This is an optimization exercise on Yosys and OpenROAD, whose aim is small area, a short achievable clock period and few clock cycles, not a production implementation. Function was checked by simulation only, so behaviour that the tests miss may differ from the original. Power is estimated from default activity; no workload was simulated.

==> v15: inputs <==
Design rle_bool, start of the top module:
module rle_bool (
    input  wire         clk,
    input  wire         rst,         
    input  wire         hw_valid,
    input  wire [8:0]   hw_idx,
    input  wire         hw_val,
    output wire         idle,
    input  wire         lit_valid,
    input  wire [127:0] lit_data,
    output wire         lit_ready,
    output reg          rec_valid,
    output wire [3:0]   rec_kind,    
    output reg  [8:0]   rec_idx,
    output reg          rec_val,
    output reg          seg_done,
    output reg  [2:0]   seg_task
);
    localparam [3:0] OP_AND = 4'h1, OP_OR = 4'h2, OP_EDGE = 4'h3,
                     OP_ASSIGN = 4'h5, OP_LATCH = 4'h6,
                     OP_MARK = 4'hC, OP_ARG = 4'hD, OP_END = 4'hE;
    localparam integer QN = 8;       
    reg [511:0] img;         
    reg [127:0] edg;         
    reg         busy;        
    reg         rec_k;       
    assign idle     = !busy;
    assign rec_kind = {1'b0, rec_k, rec_k, 1'b1};
    reg [QN-1:0] q_k;
    reg [QN-1:0] q_nul;
    reg [QN-1:0] q_val;
    reg [8:0]    q_idx [0:QN-1];
    reg [QN:0]   q_n;
    reg [QN-1:0] q_full;     
    reg         a_v;
    reg [3:0]   a_op  [0:3];
    reg [3:0]   a_neg;
    reg [2:0]   a_md  [0:3];     
    reg [8:0]   a_idx [0:3];
    reg         b_v;
    reg [3:0]   b_neg;
    reg [2:0]   b_md  [0:3];
  ...
Settings: LEC_CHECK=0, CAP_MARGIN=20, CORE_MARGIN=2, CORE_UTILIZATION=30, SETUP_SLACK_MARGIN=3.0, SLEW_MARGIN=20; clock period 7.0 ns.
run.sh (not shown) runs the stock make flow with config.mk's settings and CLKGATE_MAP_FILE= SYNTH_SCRIPT=/design/flow/synth_recipe.tcl, a recipe that flattens the netlist after the stock synthesis.
==> inputs of v30, as changes to v15 <==
--- a/flow/config.mk
+++ b/flow/config.mk
@@ -9,4 +9,4 @@
 export CORE_MARGIN = 2
 export CORE_UTILIZATION = 30
-export SETUP_SLACK_MARGIN = 3.0
+export SETUP_SLACK_MARGIN = 4.0
 export SLEW_MARGIN = 20
==> comparison <==
Of v15 and v30, v30 has the higher register-to-register slack (gap 0.03 ns).
Against v15, the fmax of v30 is higher by about 0.8%.
Synthesized area is the same in v30 and v15.
Between v15 and v30, the lower clock power is in v30 (gap about 3%, measured against v30).
Of v15 and v30, v15 has the higher clock-buffer cell count (gap 8).
Testbench counts of v15, summed over its fixed seeds: cycles 13,273.
Testbench counts of v30, summed over its fixed seeds: cycles 13,273.


==> branch garnet: inputs <==
rle_bool again, from the RTL that the note above started with.
clock: 7.0 ns
lec_check: 0
cap_margin: 20
core_margin: 2
core_utilization: 45
setup_slack_margin: 3.4
slew_margin: 20
==> branch harbor: changes against branch garnet <==
--- a/flow/config.mk
+++ b/flow/config.mk
@@ -8,5 +8,5 @@
 export CAP_MARGIN = 20
 export CORE_MARGIN = 2
-export CORE_UTILIZATION = 45
-export SETUP_SLACK_MARGIN = 3.4
+export CORE_UTILIZATION = 60
+export SETUP_SLACK_MARGIN = 3.8
 export SLEW_MARGIN = 20
==> comparison table <==
Clock network power: branch garnet 6.33 mW; branch harbor 6.09 mW
Startpoint of the tightest hold check path: branch garnet a_md[0][0]; branch harbor a_md[1][0]
Run status: branch garnet failed layout checks; branch harbor timing/DRC/antenna clean
Layout check failures: branch garnet max-slew violations; branch harbor -
Footprint of the multi-input gates: branch garnet 40,100 µm²; branch harbor 40,500 µm²
Sequential Power Share: branch garnet 42.1%; branch harbor 42.6%
Final core utilization: branch garnet 52.4%; branch harbor 70.0%
Detail Route met3 WL: branch garnet 37.6 mm; branch harbor 43.8 mm
Worst Tran Pin Value: branch garnet 1630 ps; branch harbor 1150 ps
Psw: branch garnet 4.97 mW; branch harbor 4.93 mW
Sequential cell power: branch garnet 7.09 mW; branch harbor 7.10 mW
Crit. path cell count: branch garnet 14; branch harbor 13
Detailed Route Iter0 Violations: branch garnet 9,163; branch harbor 9,563
Critical Path AT: branch garnet 4830 ps; branch harbor 5080 ps
Drt via density: branch garnet 6.96; branch harbor 7.56
Final Power: branch garnet 16.9 mW; branch harbor 16.7 mW
Via count of the first global-routing pass: branch garnet 55.2k; branch harbor 56.3k
Skew final: branch garnet 106 ps; branch harbor 73.3 ps
Final Worst Setup Slack: branch garnet 2810 ps; branch harbor 2550 ps
Register-to-register path setup slack: branch garnet 2810 ps; branch harbor 2550 ps
CTS buffer count: branch garnet 113; branch harbor 110
Global routing met3 resource utilization: branch garnet 9.72%; branch harbor 17.2%
Period utilization: branch garnet 59.8%; branch harbor 63.6%
Proportion of layout cells with a drive suffix above 1: branch garnet 24.8%; branch harbor 25.5%
Max Transition Viols Final: branch garnet 158; branch harbor 0
Testbench counts of branch garnet, summed over its fixed seeds: cycles 13,273.
Testbench counts of branch harbor, summed over its fixed seeds: cycles 13,273.

-- re-timing with driven ports --
In the flow no input, the clock included, has a driving cell. The finished layouts below were timed again as built, in two steps.
Step 1 assumes that a clkbuf_16 drives the clock port and a buf_2 every other input.
Step 2 also shifts input and output timing later by t, the mid clock arrival at the registers, as if the neighbouring blocks saw the same clock.
a / b / c = ideal ports / drivers / drivers and shift; a / b = the first two.
| run | shift t [ns] | setup WS [ns] | hold WS [ns] | worst slew at a driven data input, ns | cell pins on the clock port's net |
|---|---|---|---|---|---|
| v15 | 0.872 | 2.818 / 2.818 / 2.311 | 0.423 / 0.423 / 0.423 | 0.24 | 1 |
| v30 | 0.854 | 2.851 / 2.851 / 2.449 | 0.422 / 0.422 / 0.422 | 0.15 | 1 |
| branch garnet | 0.846 | 2.811 / 2.811 / 2.244 | 0.414 / 0.414 / 0.414 | 0.07 | 1 |
| branch harbor | 0.832 | 2.551 / 2.551 / 2.382 | 0.418 / 0.418 / 0.418 | 0.21 | 1 |
The setup slack of branch garnet, which loses most, moves by 0.000 ns with the drivers and by -0.567 ns with both steps.
